This is an optimization exercise on Yosys and OpenROAD, whose aim is small area, a short achievable clock period and few clock cycles per item, not a production implementation.

## aes256_line
module aes256_line (
    input  wire         clk,
    input  wire         rst,         
    input  wire         in_valid,
    output wire         in_ready,
    input  wire [255:0] in_key,
    input  wire [127:0] in_data,
    output reg          out_valid,
    input  wire         out_ready,
    output wire [127:0] out_data
);
    reg         a_valid, b_valid, c_valid;
    reg         a_park,  b_park,  c_park;    
    reg [1:0]   a_tag,   b_tag,   c_tag;     
    reg [3:0]   a_round, b_round, c_round;   
    reg [255:0] a_kwin,  b_kwin,  c_kwin;    
    reg [127:0] a_state;
    reg [191:0] b_m;         
    reg [47:0]  b_km;        
    reg [127:0] c_z;         
    reg [31:0]  c_kz;        
    reg [1:0]   head;        
    reg [1:0]   tail;        
    reg [127:0] out_reg;
    assign out_data = out_reg;
    wire finish   = !c_park && (c_round == 4'd14);
    wire done     = c_valid && (finish || c_park);
    wire oldest   = (c_tag == head);
    wire out_free = !out_valid || out_ready;
    wire c_go     = done && oldest && out_free;
    assign in_ready = !c_valid || (done && oldest && !out_valid);
    wire load     = in_valid && in_ready;
    genvar g;
    wire [191:0] m1;
    wire [47:0]  km1;
    generate
  ...
==> module aes256_line, before the edit <==
module aes256_line (
    input  wire         clk,
    input  wire         rst,         
    input  wire         in_valid,
    output wire         in_ready,
    input  wire [255:0] in_key,
    input  wire [127:0] in_data,
    output reg          out_valid,
    input  wire         out_ready,
    output wire [127:0] out_data
);
    reg         a_valid, b_valid, c_valid;
    reg         a_park,  b_park,  c_park;    
    reg [1:0]   a_tag,   b_tag,   c_tag;     
    reg [3:0]   a_round, b_round, c_round;   
    reg [255:0] a_kwin,  b_kwin,  c_kwin;    
    reg [127:0] a_state;
    reg [191:0] b_m;         
    reg [47:0]  b_km;        
    reg [127:0] c_z;         
    reg [31:0]  c_kz;        
    reg [1:0]   head;        
    reg [1:0]   tail;        
    reg [127:0] out_reg;
    assign out_data = out_reg;
    wire finish   = !c_park && (c_round == 4'd14);
    wire done     = c_valid && (finish || c_park);
    wire oldest   = (c_tag == head);
    wire out_free = !out_valid || out_ready;
    wire c_go     = done && oldest && out_free;
    assign in_ready = !c_valid || (done && oldest && !out_valid);
    wire load     = in_valid && in_ready;
    genvar g;
    wire [191:0] m1;
    wire [47:0]  km1;
    generate
        for (g = 0; g < 16; g = g + 1) begin : g_q1
            aes_sbox_q1 u_q1 (.a(a_state[127-8*g -: 8]), .m(m1[191-12*g -: 12]));
        end
        for (g = 0; g < 4; g = g + 1) begin : g_kq1
            aes_sbox_q1 u_q1 (.a(a_kwin[31-8*g -: 8]), .m(km1[47-12*g -: 12]));
        end
    endgenerate
    wire [127:0] z2;
    wire [31:0]  kz2;
    generate
        for (g = 0; g < 16; g = g + 1) begin : g_q2
            aes_sbox_q2 u_q2 (.m(b_m[191-12*g -: 12]), .z(z2[127-8*g -: 8]));
        end
        for (g = 0; g < 4; g = g + 1) begin : g_kq2
            aes_sbox_q2 u_q2 (.m(b_km[47-12*g -: 12]), .z(kz2[31-8*g -: 8]));
        end
    endgenerate
    wire [127:0] sub_bytes;
    wire [31:0]  sub_word;   
    generate
        for (g = 0; g < 16; g = g + 1) begin : g_q3
            aes_sbox_q3 u_q3 (.z(c_z[127-8*g -: 8]), .y(sub_bytes[127-8*g -: 8]));
        end
        for (g = 0; g < 4; g = g + 1) begin : g_kq3
            aes_sbox_q3 u_q3 (.z(c_kz[31-8*g -: 8]), .y(sub_word[31-8*g -: 8]));
        end
    endgenerate
    wire [127:0] shift_rows;
    generate
        for (g = 0; g < 16; g = g + 1) begin : g_sr
            localparam integer R = g % 4;
            localparam integer C = g / 4;
            localparam integer SRC = 4 * ((C + R) % 4) + R;
            assign shift_rows[127-8*g -: 8] = sub_bytes[127-8*SRC -: 8];
        end
    endgenerate
    function [7:0] xtime(input [7:0] b);
        xtime = {b[6:0], 1'b0} ^ (b[7] ? 8'h1b : 8'h00);
    endfunction
    function [31:0] mix_column(input [31:0] col);
        reg [7:0] a0, a1, a2, a3;
        begin
            a0 = col[31:24]; a1 = col[23:16]; a2 = col[15:8]; a3 = col[7:0];
            mix_column[31:24] = xtime(a0) ^ xtime(a1) ^ a1 ^ a2 ^ a3;
            mix_column[23:16] = a0 ^ xtime(a1) ^ xtime(a2) ^ a2 ^ a3;
            mix_column[15:8]  = a0 ^ a1 ^ xtime(a2) ^ xtime(a3) ^ a3;
            mix_column[7:0]   = xtime(a0) ^ a0 ^ a1 ^ a2 ^ xtime(a3);
        end
    endfunction
    wire [127:0] mix_columns = {mix_column(shift_rows[127:96]), mix_column(shift_rows[95:64]),
                                mix_column(shift_rows[63:32]),  mix_column(shift_rows[31:0])};
    wire [127:0] round_key = c_kwin[127:0];
    wire [127:0] round_out = mix_columns ^ round_key;    
    wire [127:0] final_out = shift_rows ^ round_key;     
    reg [7:0] rcon;
    always @(*) begin
        case (c_round[3:1])
            3'd0: rcon = 8'h01;
            3'd1: rcon = 8'h02;
            3'd2: rcon = 8'h04;
            3'd3: rcon = 8'h08;
            3'd4: rcon = 8'h10;
            3'd5: rcon = 8'h20;
            default: rcon = 8'h40;
        endcase
    end
    wire [31:0] temp = c_round[0] ? {sub_word[23:16] ^ rcon, sub_word[15:0], sub_word[31:24]}
                                  : sub_word;
    wire [31:0] p0 = c_kwin[255:224];
    wire [31:0] p1 = p0 ^ c_kwin[223:192];
    wire [31:0] p2 = p1 ^ c_kwin[191:160];
    wire [31:0] p3 = p2 ^ c_kwin[159:128];
    wire [127:0] next_words = {p0 ^ temp, p1 ^ temp, p2 ^ temp, p3 ^ temp};
    always @(posedge clk) begin
        if (rst) begin
            a_valid   <= 1'b0;
            b_valid   <= 1'b0;
            c_valid   <= 1'b0;
            out_valid <= 1'b0;
            head      <= 2'd0;
            tail      <= 2'd0;
        end else begin
            b_valid <= a_valid;
            c_valid <= b_valid;
            a_valid <= load || (c_valid && !c_go);
            if (load)
                tail <= tail + 2'd1;
            if (c_go) begin
                head      <= head + 2'd1;
                out_valid <= 1'b1;
            end else if (out_ready) begin
                out_valid <= 1'b0;
            end
        end
    end
    always @(posedge clk) begin
        b_park  <= a_park;
        b_tag   <= a_tag;
        b_round <= a_round;
        b_kwin  <= a_kwin;
        b_m     <= m1;
        b_km    <= km1;
        c_park  <= b_park;
        c_tag   <= b_tag;
        c_round <= b_round;
        c_kwin  <= b_kwin;
        c_z     <= z2;
        c_kz    <= kz2;
        if (load) begin
            a_park  <= 1'b0;
            a_tag   <= tail;
            a_round <= 4'd1;
            a_state <= in_data ^ in_key[255:128];
            a_kwin  <= in_key;
        end else begin
            a_park  <= c_park || finish;
            a_tag   <= c_tag;
            a_round <= c_round + 4'd1;
            a_state <= round_out;
            a_kwin  <= {c_kwin[127:0], c_park ? c_kwin[127:0] : finish ? final_out : next_words};
        end
        if (c_go)
            out_reg <= c_park ? c_kwin[127:0] : final_out;
    end
endmodule
clock: 7.5 ns
lec_check: 0
abc_clock_period_in_ps: 2900
cap_margin: 20
core_margin: 2
core_utilization: 40
place_density: 0.6
setup_slack_margin: 4.6
slew_margin: 20
run.sh (not shown) runs the stock make flow with config.mk's settings and CLKGATE_MAP_FILE= SYNTH_SCRIPT=/design/flow/synth_recipe.tcl, a recipe that flattens the netlist after the stock synthesis.
Edit:
--- a/flow/design.v
+++ b/flow/design.v
@@ -106,14 +106,17 @@
     assign out_data = out_reg;
     wire finish   = !c_park && (c_round == 4'd14);
     wire done     = c_valid && (finish || c_park);
     wire oldest   = (c_tag == head);
     wire out_free = !out_valid || out_ready;
     wire c_go     = done && oldest && out_free;
-    assign in_ready = !c_valid || (done && oldest && !out_valid);
+    reg  in_ready_r;
+    assign in_ready = in_ready_r;
     wire load     = in_valid && in_ready;
+    wire [1:0] head_next      = c_go ? head + 2'd1 : head;
+    wire       out_valid_next = c_go || (out_valid && !out_ready);
     genvar g;
     wire [191:0] m1;
     wire [47:0]  km1;
     generate
         for (g = 0; g < 16; g = g + 1) begin : g_q1
             aes_sbox_q1 u_q1 (.a(a_state[127-8*g -: 8]), .m(m1[191-12*g -: 12]));
@@ -193,24 +196,23 @@
             a_valid   <= 1'b0;
             b_valid   <= 1'b0;
             c_valid   <= 1'b0;
             out_valid <= 1'b0;
             head      <= 2'd0;
             tail      <= 2'd0;
+            in_ready_r <= 1'b1;
         end else begin
+            in_ready_r <= !b_valid || ((b_park || b_round == 4'd14) &&
+                                       b_tag == head_next && !out_valid_next);
             b_valid <= a_valid;
             c_valid <= b_valid;
             a_valid <= load || (c_valid && !c_go);
             if (load)
                 tail <= tail + 2'd1;
-            if (c_go) begin
-                head      <= head + 2'd1;
-                out_valid <= 1'b1;
-            end else if (out_ready) begin
-                out_valid <= 1'b0;
-            end
+            head      <= head_next;
+            out_valid <= out_valid_next;
         end
     end
     always @(posedge clk) begin
         b_park  <= a_park;
         b_tag   <= a_tag;
         b_round <= a_round;
- setup slack gets better by 340 ps
- cell area goes up slightly
- synthesized cell count goes up slightly
- synthesized area goes up slightly
- hold slack gets better by 8.8 ps
- clock skew goes down by 22 ps
- via count goes up slightly
- final cell count goes up slightly
- critical path depth goes up by 8
- routed wire length goes up by a few percent
- register-to-register slack gets better by 120 ps
- maximum frequency goes up by roughly a tenth
No functional check of the RTL was part of any run of this note.

==> static timing again, ports no longer ideal <==
In the flow no input, the clock included, has a driving cell. The finished layouts below were timed again as built, in two steps.
Step 1, drivers: a clkbuf_16 drives clk and a buf_2 each remaining input, both assumed.
Step 2 times the ports against the registers' clock, not the clock port: input delays grow and output delays shrink by t, the midpoint of the rising clock arrivals with the driver on.
Three values: ideal, step 1, step 2; two values: the first two.
| run | shift t [ns] | setup WS [ns] | worst setup path at the end | worst slew at a driven data input, ns | cell pins on the clock port's net |
|---|---|---|---|---|---|
| the first run | 0.904 | 4.012 / 3.923 / 3.727 | input to register | 0.24 | 1 |
| the second run | 0.893 | 4.349 / 4.275 / 3.665 | input to register | 0.20 | 1 |
After both steps setup and hold are still met in every run listed. The setup slack of the second run, which loses most, moves by -0.074 ns with the drivers and by -0.684 ns with both steps.
